What follows belongs to an exercise in optimizing a design on an open flow for small area and a short achievable clock period; a production flow would make more cautious choices.
Function was checked by simulation only, so behaviour that the tests miss may differ from the original.
Power is estimated from default activity; no workload was simulated.

$ cat config.mk
export PLATFORM = sky130hd
export DESIGN_NAME = zasyn_rx
export DESIGN_NICKNAME = zasyn_rx
export VERILOG_FILES = /design/flow/design.v
export SDC_FILE = /design/flow/constraint.sdc
export NUM_CORES = 4
export LEC_CHECK = 0
export CAP_MARGIN = 20
export CORE_MARGIN = 2
export CORE_UTILIZATION = 40
export PLACE_DENSITY = 0.6
export SETUP_SLACK_MARGIN = 5
export SLEW_MARGIN = 20
$ cat constraint.sdc
create_clock -name core_clock -period 10.0 [get_ports {clk}]
set_input_delay 2.0000 -clock core_clock [delete_from_list [all_inputs] [get_ports {clk}]]
set_output_delay 2.0000 -clock core_clock [all_outputs]
set_load 0.01 [all_outputs]
$ cat design.v
module zasyn_rx (
    input  wire        clk,
    input  wire        rst,           
    input  wire [1:0]  pol_mode,      
    input  wire        in_valid,
    input  wire [1:0]  in_hdr,        
    input  wire [63:0] in_data,       
    output reg         o_valid,
    output reg  [1:0]  o_kind,        
    output reg  [63:0] o_data,
    output wire [9:0]  o_row,
    output wire [6:0]  o_blk,
    output reg         o_hdr_err,
    output reg         o_bip_valid,
    output reg  [4:0]  o_bip_errs,
    output reg         frame_lock,
    output reg         lom,
    output reg         pol_inv,
    output reg  [6:0]  exp_mfi,
    output reg  [6:0]  exp_sfi,
    output wire [2:0]  cand_cnt,
    output reg  [15:0] cnt_missing,
    output reg  [15:0] cnt_moves,
    output reg  [15:0] cnt_ignored,
    output reg  [15:0] cnt_disagree,
    output reg  [15:0] cnt_hdr_err,
    output wire [15:0] cnt_bip
);
    localparam [13:0] SM_BROKEN = {7'd127, 7'd0};    
    localparam [63:0] MI0 = 64'h01A99FE00003533F;
    localparam [57:0] MQ0 = 58'h1A99FE000000000;
    localparam [63:0] MI1 = 64'h02FBA0210005F740;
    localparam [57:0] MQ1 = 58'h2FBA02100000000;
    localparam [63:0] MI2 = 64'h045FDEA30008BFBC;
    localparam [57:0] MQ2 = 58'h05FDEA300000000;
    localparam [63:0] MI3 = 64'h081723A700102E45;
    localparam [57:0] MQ3 = 58'h01723A700000000;
    localparam [63:0] MI4 = 64'h102E464E00205C88;
    localparam [57:0] MQ4 = 58'h02E464E00000000;
    localparam [63:0] MI5 = 64'h20F5137C0041EA2E;
    localparam [57:0] MQ5 = 58'h0F5137C00000000;
    localparam [63:0] MI6 = 64'h40EA27F80081D45F;
    localparam [57:0] MQ6 = 58'h0EA27F800000000;
    localparam [63:0] MI7 = 64'h80D44FF00101A8BF;
    localparam [57:0] MQ7 = 58'h0D44FF000000000;
    localparam [7:0]  SYN_N = 8'h8F;     
    localparam [7:0]  SYN_I = 8'hE3;     
    function [13:0] mf_next;
        input [13:0] sm;    
        begin
            if (sm[6:0] == 7'd127)
                mf_next = {(sm[13:7] == 7'd124) ? 7'd0 : sm[13:7] + 7'd1, 7'd0};
            else
                mf_next = {sm[13:7], sm[6:0] + 7'd1};
        end
    endfunction
    function tag_ok;
        input [7:0] t;
        begin
            case (t[5:4])
                2'b00:   tag_ok = (t[7:6] == 2'd0);
                2'b01:   tag_ok = !t[7];
                2'b10:   tag_ok = 1'b1;
                default: tag_ok = 1'b0;
            endcase
        end
    endfunction
    reg  [57:0] q;
    wire [63:0] dsc;
    wire [57:0] q_nx;
    genvar gi;
    generate
        for (gi = 0; gi < 64; gi = gi + 1) begin : g_dsc
            if (gi < 39)
                assign dsc[gi] = in_data[gi] ^ q[gi];
            else if (gi < 58)
                assign dsc[gi] = in_data[gi] ^ in_data[gi-39] ^ q[gi];
            else
                assign dsc[gi] = in_data[gi] ^ in_data[gi-39] ^ in_data[gi-58];
        end
        for (gi = 0; gi < 58; gi = gi + 1) begin : g_q
            if (gi < 39)
                assign q_nx[gi] = in_data[6+gi] ^ in_data[25+gi];
            else
                assign q_nx[gi] = in_data[6+gi];
        end
    endgenerate
    wire [7:0] syn = {^(in_data & MI7) ^ ^(q & MQ7),
                      ^(in_data & MI6) ^ ^(q & MQ6),
                      ^(in_data & MI5) ^ ^(q & MQ5),
                      ^(in_data & MI4) ^ ^(q & MQ4),
                      ^(in_data & MI3) ^ ^(q & MQ3),
                      ^(in_data & MI2) ^ ^(q & MQ2),
                      ^(in_data & MI1) ^ ^(q & MQ1),
                      ^(in_data & MI0) ^ ^(q & MQ0)};
    wire pat_n = (dsc[31:0] == 32'h3CA65BC3) && !dsc[39] &&
                 (dsc[47:40] <= 8'd124) && tag_ok(dsc[55:48]) && (syn == SYN_N);
    wire pat_i = (dsc[31:0] == ~32'h3CA65BC3) && dsc[39] &&
                 (~dsc[47:40] <= 8'd124) && tag_ok(~dsc[55:48]) && (syn == SYN_I);
    wire hdr_c = in_hdr == 2'b10;
    wire hdr_d = in_hdr == 2'b01;
    wire fab_n = hdr_c && pat_n;
    wire fab_i = hdr_d && pat_i;
    wire [13:0] sm_n = {dsc[46:40], dsc[38:32]};
    reg [16:0] bc;                     
    reg [3:0]  c_v;
    reg [16:0] c_pos [0:3];
    reg [3:0]  c_form;                 
    reg [3:0]  c_f;                    
    reg [13:0] c_last [0:3];           
    reg [9:0]  row;                    
    reg [6:0]  blk;
    reg [1:0]  miss_run;
    reg [1:0]  dis_run;
    reg        prev_ok;
    reg [13:0] prev_sm;
    reg [15:0] bip_acc;                
    reg [15:0] bip_prev;
    reg        bip_prev_ok;
    reg [15:0] bip_cnt;
    assign o_row = row;
    assign o_blk = blk;
    assign cand_cnt = {2'b00, c_v[0]} + {2'b00, c_v[1]} +
                      {2'b00, c_v[2]} + {2'b00, c_v[3]};
    wire auto_pol = pol_mode[1] == pol_mode[0];
    wire allow_n  = (pol_mode == 2'd1) || (auto_pol && (!frame_lock || !pol_inv));
    wire allow_i  = (pol_mode == 2'd2) || (auto_pol && (!frame_lock ||  pol_inv));
    wire       blk_wrap = (blk == 7'd96);
    wire       row_wrap = (row == 10'd999);
    wire [6:0] nblk     = blk_wrap ? 7'd0 : blk + 7'd1;
    wire [9:0] nrow     = blk_wrap ? (row_wrap ? 10'd0 : row + 10'd1) : row;
    wire       at_lock  = frame_lock && row_wrap && blk_wrap;
    wire       at_bip   = blk_wrap && (row == 10'd0);
    wire       lk_fab   = pol_inv ? fab_i : fab_n;
    wire [1:0] lk_hdr   = in_hdr ^ {2{pol_inv}};
    wire [3:0] hit;
    wire [3:0] fsel;
    wire [13:0] h_last;
    generate
        for (gi = 0; gi < 4; gi = gi + 1) begin : g_hit
            assign hit[gi] = c_v[gi] && (c_pos[gi] == bc);
        end
    endgenerate
    assign fsel = {c_v[2:0] == 3'b111 && !c_v[3], c_v[1:0] == 2'b11 && !c_v[2],
                   c_v[0] && !c_v[1], !c_v[0]};
    assign h_last = ({14{hit[0]}} & c_last[0]) | ({14{hit[1]}} & c_last[1]) |
                    ({14{hit[2]}} & c_last[2]) | ({14{hit[3]}} & c_last[3]);
    wire hit_any  = |hit;
    wire free_any = !(&c_v);
    wire h_form   = |(hit & c_form);
    wire h_f      = |(hit & c_f);
    wire h_ok     = h_form ? fab_i : fab_n;
    wire h_take   = hit_any && h_ok && h_f;           
    wire h_lock   = h_take && !frame_lock;
    wire h_move   = h_take &&  frame_lock;
    wire start    = ((fab_n && allow_n) || (fab_i && allow_i)) && !hit_any && !at_lock;
    wire        psel = frame_lock ? pol_inv : (hit_any ? h_form : in_hdr[0]);
    wire [13:0] wsm  = sm_n ^ {14{psel}};
    wire        h_cons = (wsm == mf_next(h_last));
    wire [13:0] exp_next = mf_next({exp_sfi, exp_mfi});
    wire        agree    = (wsm == exp_next);
    wire        lom_clr  = prev_ok && (wsm == mf_next(prev_sm));
    wire        lof      = at_lock && !lk_fab && (miss_run == 2'd3);
    wire        miss_evt = at_lock && !lk_fab;
    wire [15:0] blk_bip = {dsc[7:0],   dsc[15:8]}  ^ {dsc[23:16], dsc[31:24]} ^
                          {dsc[39:32], dsc[47:40]} ^ {dsc[55:48], dsc[63:56]};
    wire [15:0] bip_diff = bip_prev ^ {dsc[15:8], dsc[23:16]};
    reg  [4:0]  bip_pop;
    integer     p;
    always @* begin
        bip_pop = 5'd0;
        for (p = 0; p < 16; p = p + 1)
            bip_pop = bip_pop + {4'd0, bip_diff[p]};
    end
    wire oh_good = (lk_hdr == 2'b10) && (dsc[7:0] == (pol_inv ? 8'h69 : 8'h96));
    assign cnt_bip = bip_cnt + {11'd0, o_bip_errs & {5{o_bip_valid}}};
    always @(posedge clk) begin
        o_data     <= dsc ^ {64{psel}};
        o_hdr_err  <= (lk_hdr != 2'b01);
        o_bip_errs <= bip_pop;
        if (h_take)
            o_kind <= 2'd2;
        else if (frame_lock && !lof) begin
            if (!blk_wrap)
                o_kind <= 2'd1;
            else if (row_wrap)
                o_kind <= lk_fab ? 2'd2 : 2'd3;
            else
                o_kind <= oh_good ? 2'd2 : 2'd3;
        end else
            o_kind <= 2'd0;
    end
    integer k;
    always @(posedge clk) begin
        if (in_valid) begin
            for (k = 0; k < 4; k = k + 1) begin
                if (start && fsel[k]) begin
                    c_pos[k]  <= bc;
                    c_form[k] <= in_hdr[0];
                end
                if ((hit[k] && h_ok) || (start && fsel[k]))
                    c_last[k] <= (hit_any && !h_cons) ? SM_BROKEN : wsm;
                c_f[k] <= miss_evt || (hit[k] && h_ok && !frame_lock) ||
                          (c_f[k] && !h_move && !(start && fsel[k]));
            end
        end
    end
    always @(posedge clk) begin
        if (in_valid) begin
            if (h_take) begin
                pol_inv     <= h_form;
                row         <= 10'd0;
                blk         <= 7'd0;
                miss_run    <= 2'd0;
                dis_run     <= 2'd0;
                prev_ok     <= 1'b1;
                prev_sm     <= wsm;
                {exp_sfi, exp_mfi} <= wsm;
                bip_acc     <= {16{h_form}};
                bip_prev_ok <= 1'b0;
            end else if (frame_lock) begin
                row <= nrow;
                blk <= nblk;
                if (at_lock) begin
                    bip_prev    <= bip_acc;
                    bip_prev_ok <= 1'b1;
                    bip_acc     <= {16{pol_inv}};
                    prev_ok     <= lk_fab;
                    if (!lk_fab) begin
                        miss_run <= miss_run + 2'd1;
                        {exp_sfi, exp_mfi} <= exp_next;
                    end else begin
                        miss_run <= 2'd0;
                        prev_sm  <= wsm;
                        if (lom && lom_clr)
                            {exp_sfi, exp_mfi} <= wsm;
                        else
                            {exp_sfi, exp_mfi} <= exp_next;
                        if (!lom) begin
                            if (agree || dis_run == 2'd2)
                                dis_run <= 2'd0;
                            else
                                dis_run <= dis_run + 2'd1;
                        end else if (lom_clr) begin
                            dis_run <= 2'd0;
                        end
                    end
                end else if (!blk_wrap) begin
                    bip_acc <= bip_acc ^ blk_bip;
                end
            end
        end
    end
    always @(posedge clk) begin
        if (rst) begin
            q            <= 58'd0;
            bc           <= 17'd0;
            c_v          <= 4'd0;
            frame_lock   <= 1'b0;
            lom          <= 1'b0;
            o_valid      <= 1'b0;
            o_bip_valid  <= 1'b0;
            bip_cnt      <= 16'd0;
            cnt_missing  <= 16'd0;
            cnt_moves    <= 16'd0;
            cnt_ignored  <= 16'd0;
            cnt_disagree <= 16'd0;
            cnt_hdr_err  <= 16'd0;
        end else begin
            o_valid     <= in_valid;
            o_bip_valid <= in_valid && frame_lock && !h_take && at_bip && oh_good && bip_prev_ok;
            bip_cnt     <= cnt_bip;
            if (in_valid) begin
                q  <= q_nx;
                bc <= (bc == 17'd96999) ? 17'd0 : bc + 17'd1;
                if (h_lock || lof)
                    c_v <= 4'd0;
                else
                    for (k = 0; k < 4; k = k + 1)
                        if (hit[k])
                            c_v[k] <= h_ok && !c_f[k];
                        else if (start && fsel[k])
                            c_v[k] <= 1'b1;
                if (h_take)
                    frame_lock <= 1'b1;
                else if (lof)
                    frame_lock <= 1'b0;
                if (h_lock)
                    lom <= !h_cons;
                else if (lof)
                    lom <= 1'b0;
                else if (at_lock && lk_fab) begin
                    if (!lom && !agree && dis_run == 2'd2)
                        lom <= 1'b1;
                    else if (lom && lom_clr)
                        lom <= 1'b0;
                end
                if (miss_evt)
                    cnt_missing <= cnt_missing + 16'd1;
                if (h_move)
                    cnt_moves <= cnt_moves + 16'd1;
                if (start && !free_any)
                    cnt_ignored <= cnt_ignored + 16'd1;
                if (at_lock && lk_fab && !agree)
                    cnt_disagree <= cnt_disagree + 16'd1;
                if (frame_lock && !h_take && !blk_wrap && lk_hdr != 2'b01)
                    cnt_hdr_err <= cnt_hdr_err + 16'd1;
            end
        end
    end
endmodule
$ cat run.sh
#!/bin/bash
# synth_recipe.tcl (not shown) runs the flow's synth.tcl, then flattens the netlist and writes it again
# the make line also repeats each setting of config.mk as NAME=value (left out here)
make -C /OpenROAD-flow-scripts/flow DESIGN_CONFIG=/design/flow/config.mk WORK_HOME=/design/flow/orfs CLKGATE_MAP_FILE= SYNTH_SCRIPT=/design/flow/synth_recipe.tcl finish
==> run notes <==
logic make-up (layout without fill, tap and decap cells):
logic type	Yosys count	in the layout	synth area share [%]
xor+xnor	534	534	21.50
flops	467	467	47.44
mux	46	46	1.970
simple gates	753	756	15.98
fa+ha+maj	49	49	2.898
buf+inv	177	659	2.805
other cells	0	1	0
compound gates	268	270	7.405
power groups by stage:
stage | registers, mW | clock network, mW | logic (mW)
floorplan | 2.20 | 0 | 0.873
global placement | 2.18 | 0 | 1.33
detailed placement | 2.18 | 0 | 1.34
CTS | 2.15 | 2.18 | 1.59
global route | 2.15 | 2.26 | 1.81
finish | 2.15 | 2.15 | 1.70
layout make-up:
cell class	count	area, um^2
diodes	1	2.502
clock buffers	60	1373
clock inverters	37	555.5
fillers	5150	26840
inverters	79	305.3
multi-input cells	1655	13910
flip-flops and latches	467	11550
well taps	782	978.4
repair buffers	483	4608
metrics by stage:
stage / power (mW) / instance area (um^2) / hold slack [ps] / utilization, %
5_1_grt: 6.222 / 33290 / 499.1 / 55.36
2_1_floorplan: 3.077 / 24830 / 447.6 / -
6_report: 5.992 / 33290 / 481.3 / 55.36
3_5_place_dp: 3.530 / 28310 / 470.2 / 47.08
3_3_place_gp: 3.517 / 28310 / 470.9 / 47.08
4_1_cts: 5.921 / 32660 / 484.3 / 54.31
state kept, by name (all words and copies together) (netlist names), 16 cells and up:
signal,count
c_pos,68
o_data,64
q,58
c_last,56
bc,17
bip_acc,16
bip_cnt,16
bip_prev,16
cnt_disagree,16
cnt_hdr_err,16
cnt_ignored,16
cnt_missing,16
cnt_moves,16
worst paths after layout:
path	from	endpoint	slack, ps	cells after the start
max	in_data[48]	cnt_disagree[8]	4550	14
min	bip_acc[14]	bip_prev[14]	480	0
max reg2reg	bc[13]	exp_sfi[4]	5130	10
min reg2reg	bip_acc[14]	bip_prev[14]	480	0
layout by cell type (no fill, tap or decap), types with 58 or more instances in the layout:
master           instances
xnor2_1                273
dfxtp_1                232
edfxtp_1               216
clkdlybuf4s50_1        205
nor2_1                 184
buf_4                  154
xor2_1                 145
nand2_1                123
inv_1                   71
and3_1                  58
routing by layer:
layer	share of wire [%]	global-route usage, %
met5	0	0
met4	5.1	11.74
met3	5.8	3.907
met2	49	42.23
met1	41	31.18
what timing repair did:
action / 4_1_cts / 5_1_grt
pin swaps: 94 / 65
endpoints found under the setup margin: 433 / 424
cloned: 9 / 3
setup buffers: 137 / 37
gates resized for setup: 372 / 133
==> metrics.md <==
| Metric | Value |
|---|---|
| Status | timing/DRC/antenna clean |
| Most frequent cell after synthesis | xnor2_1 |
| Post-synth EDFFs | 216 |
| Final WS setup | 4547 ps |
| Crit-path cells | buf_8 -> xnor3_2 -> xor2_2 -> xnor3_1 -> xor3_2 -> or4_4 -> or4_4 -> mux2i_4 -> nor3b_4 -> buf_6 -> nand4_1 -> buf_6 -> or3_1 -> a21oi_1 |
| Maxcap violations | 0 |
| Starting density of the core | 40.35% |
| Synth area leader | edfxtp_1 |
| #FFs+latches synth | 467 |
| Nature of the critical path endpoint | flop |
| Gate power share | 28.3% |
| Top post-synthesis cells by area | edfxtp_1 (27%), dfxtp_1 (21%), xnor2_1 (12%) |
| Worst-path clk slew | 60 ps |
| Worst-margin pin slew | 1135 ps |
| Vias post-DR | 19510 |
| Number of cell rows | 90 |
| Vias in the first global route | 19334 |
| Min Tclk post-route | 5453 ps |
| PortBufs | 277 |
| Die Y | 250.3 um |
| Initial antenna violation count | 1 |
| CTS Buf Count | 53 |
| DRT Pass-1 Iters | 5 |
| Kind of critical path | in -> reg |
| Psw | 1.744 mW |
| Maximum root-to-sink buffer count | 3 |
| Chip width | 250.3 um |
| Post-synth top cells | xnor2_1 (324), dfxtp_1 (251), edfxtp_1 (216) |
| Final Hold Fails | 0 |
| Synthesis Warnings | 3 |
| Critical path startpoint category | input port |
| Synthesized Nets | 2414 |
| Largest net degree at the start of global routing | 96 |
| Arrival time worst endpoint | 6010 ps |
| Root buffer cell | clkbuf_16 |
| Ports | 278 |
| GRT Total Usage | 24.92% |
| Max-slew violation count | 0 |
| Pre-CTS WS | 2758 ps |
| GP Congestion | 0.9397 |
| Clk pwr share | 35.8% |
| DRC Markers | 0 |
| Worst path top cell family by delay | simple AND/OR/NAND/NOR gates |
| Clock Sink Count | 467 |
| Asr flop ratio synth | 0% |
| Mapped cell area | 24260 um^2 |
| CTS tree | built |
| FMAX | 183.4 MHz |
| DP Cell Count | 3280 |
| Worst-path fanout max | 5 |
| Final setup fails | 0 |
| Buf/Inv on CP | 3 |
| Seq/Total Area, Yosys | 47.44% |
| CP peak stage delay | 490 ps |
| Data required time of the critical path | 10560 ps |
| Finished Layout Cells | 3564 |
| Clk Latency, worst-skew pair | 640 ps |
| Top cell type's share of synthesized area | 26.73% |
| First-pass GRT wire length | 119.5 mm |
| CP max stage cell | or4_4 |
| Final wirelength | 79.92 mm |
| Final nets | 2859 |
| Hold Buf Count CTS | 0 |
| Synth cell types | 79 |
| Die area | 62650 um^2 |
| Lkg Pwr | 13.02 nW |
| Final setup TNS | 0 ps |
| Global route overflow | 0 |
| Post-Syn Instances | 2294 |
| Primary FF master, synth | dfxtp_1 |
| Hold WC Path Type | reg -> reg |
| DR vias/cell | 5.474 |
| Layout area overhead | 37.20% |
| Final worst path period share | 54.53% |
| Flop pwr share | 35.8% |
| Mapped Avg Cell Area | 10.58 um^2 |
| Initial DRC Count | 1470 |
| Antenna viol nets, final | 0 |
| Dpl hpwl | 55.05 mm |
| RSZ-0062 raised after global routing | true |
| Int Power | 4.247 mW |
| Relative slew slack | 23.81% |
| Switch share | 29.11% |
| Avg WL per Cell | 22.42 um |
| Final Skew | 24.07 ps |
| Power per cell area | 180.0 nW/um^2 |
| Maximum VDD drop | 146.7 uV |
| H-tree Lvls | 2 |
| Share of layout cells above drive strength 1 | 21.79% |
| Core Box Area | 60130 um^2 |

[separate check: timing with driven ports]
How much do the figures lean on ideal ports? The routed layout below was timed once more, with nothing changed but the port constraints.
Step 1 (the two cells are an assumption about what drives the block):
set clk [get_ports {clk}]
set_driving_cell -lib_cell sky130_fd_sc_hd__clkbuf_16 $clk
set_driving_cell -lib_cell sky130_fd_sc_hd__buf_2 [delete_from_list [all_inputs] $clk]
Step 2 adds t to the input delays and takes it off the output delays; t is the mean of the earliest and latest rising clock arrival at the registers after step 1. Input paths then give back, and output paths get back, about the clock's delay inside the block.
Three values: ideal ports, drivers, drivers and shift; two values: the first two.
shift t [ns]: 0.690
setup slack, ns: 4.547 / 4.563 / 3.873
worst setup path after step 2: input to register
latest minus earliest clock arrival (ns): 0.024 / 0.024
worst slew at a driven data input, ns: 0.10
After both steps setup and hold are still met in this run. For this run, drivers alone change the setup slack by +0.016 ns; drivers and shift together by -0.674 ns.
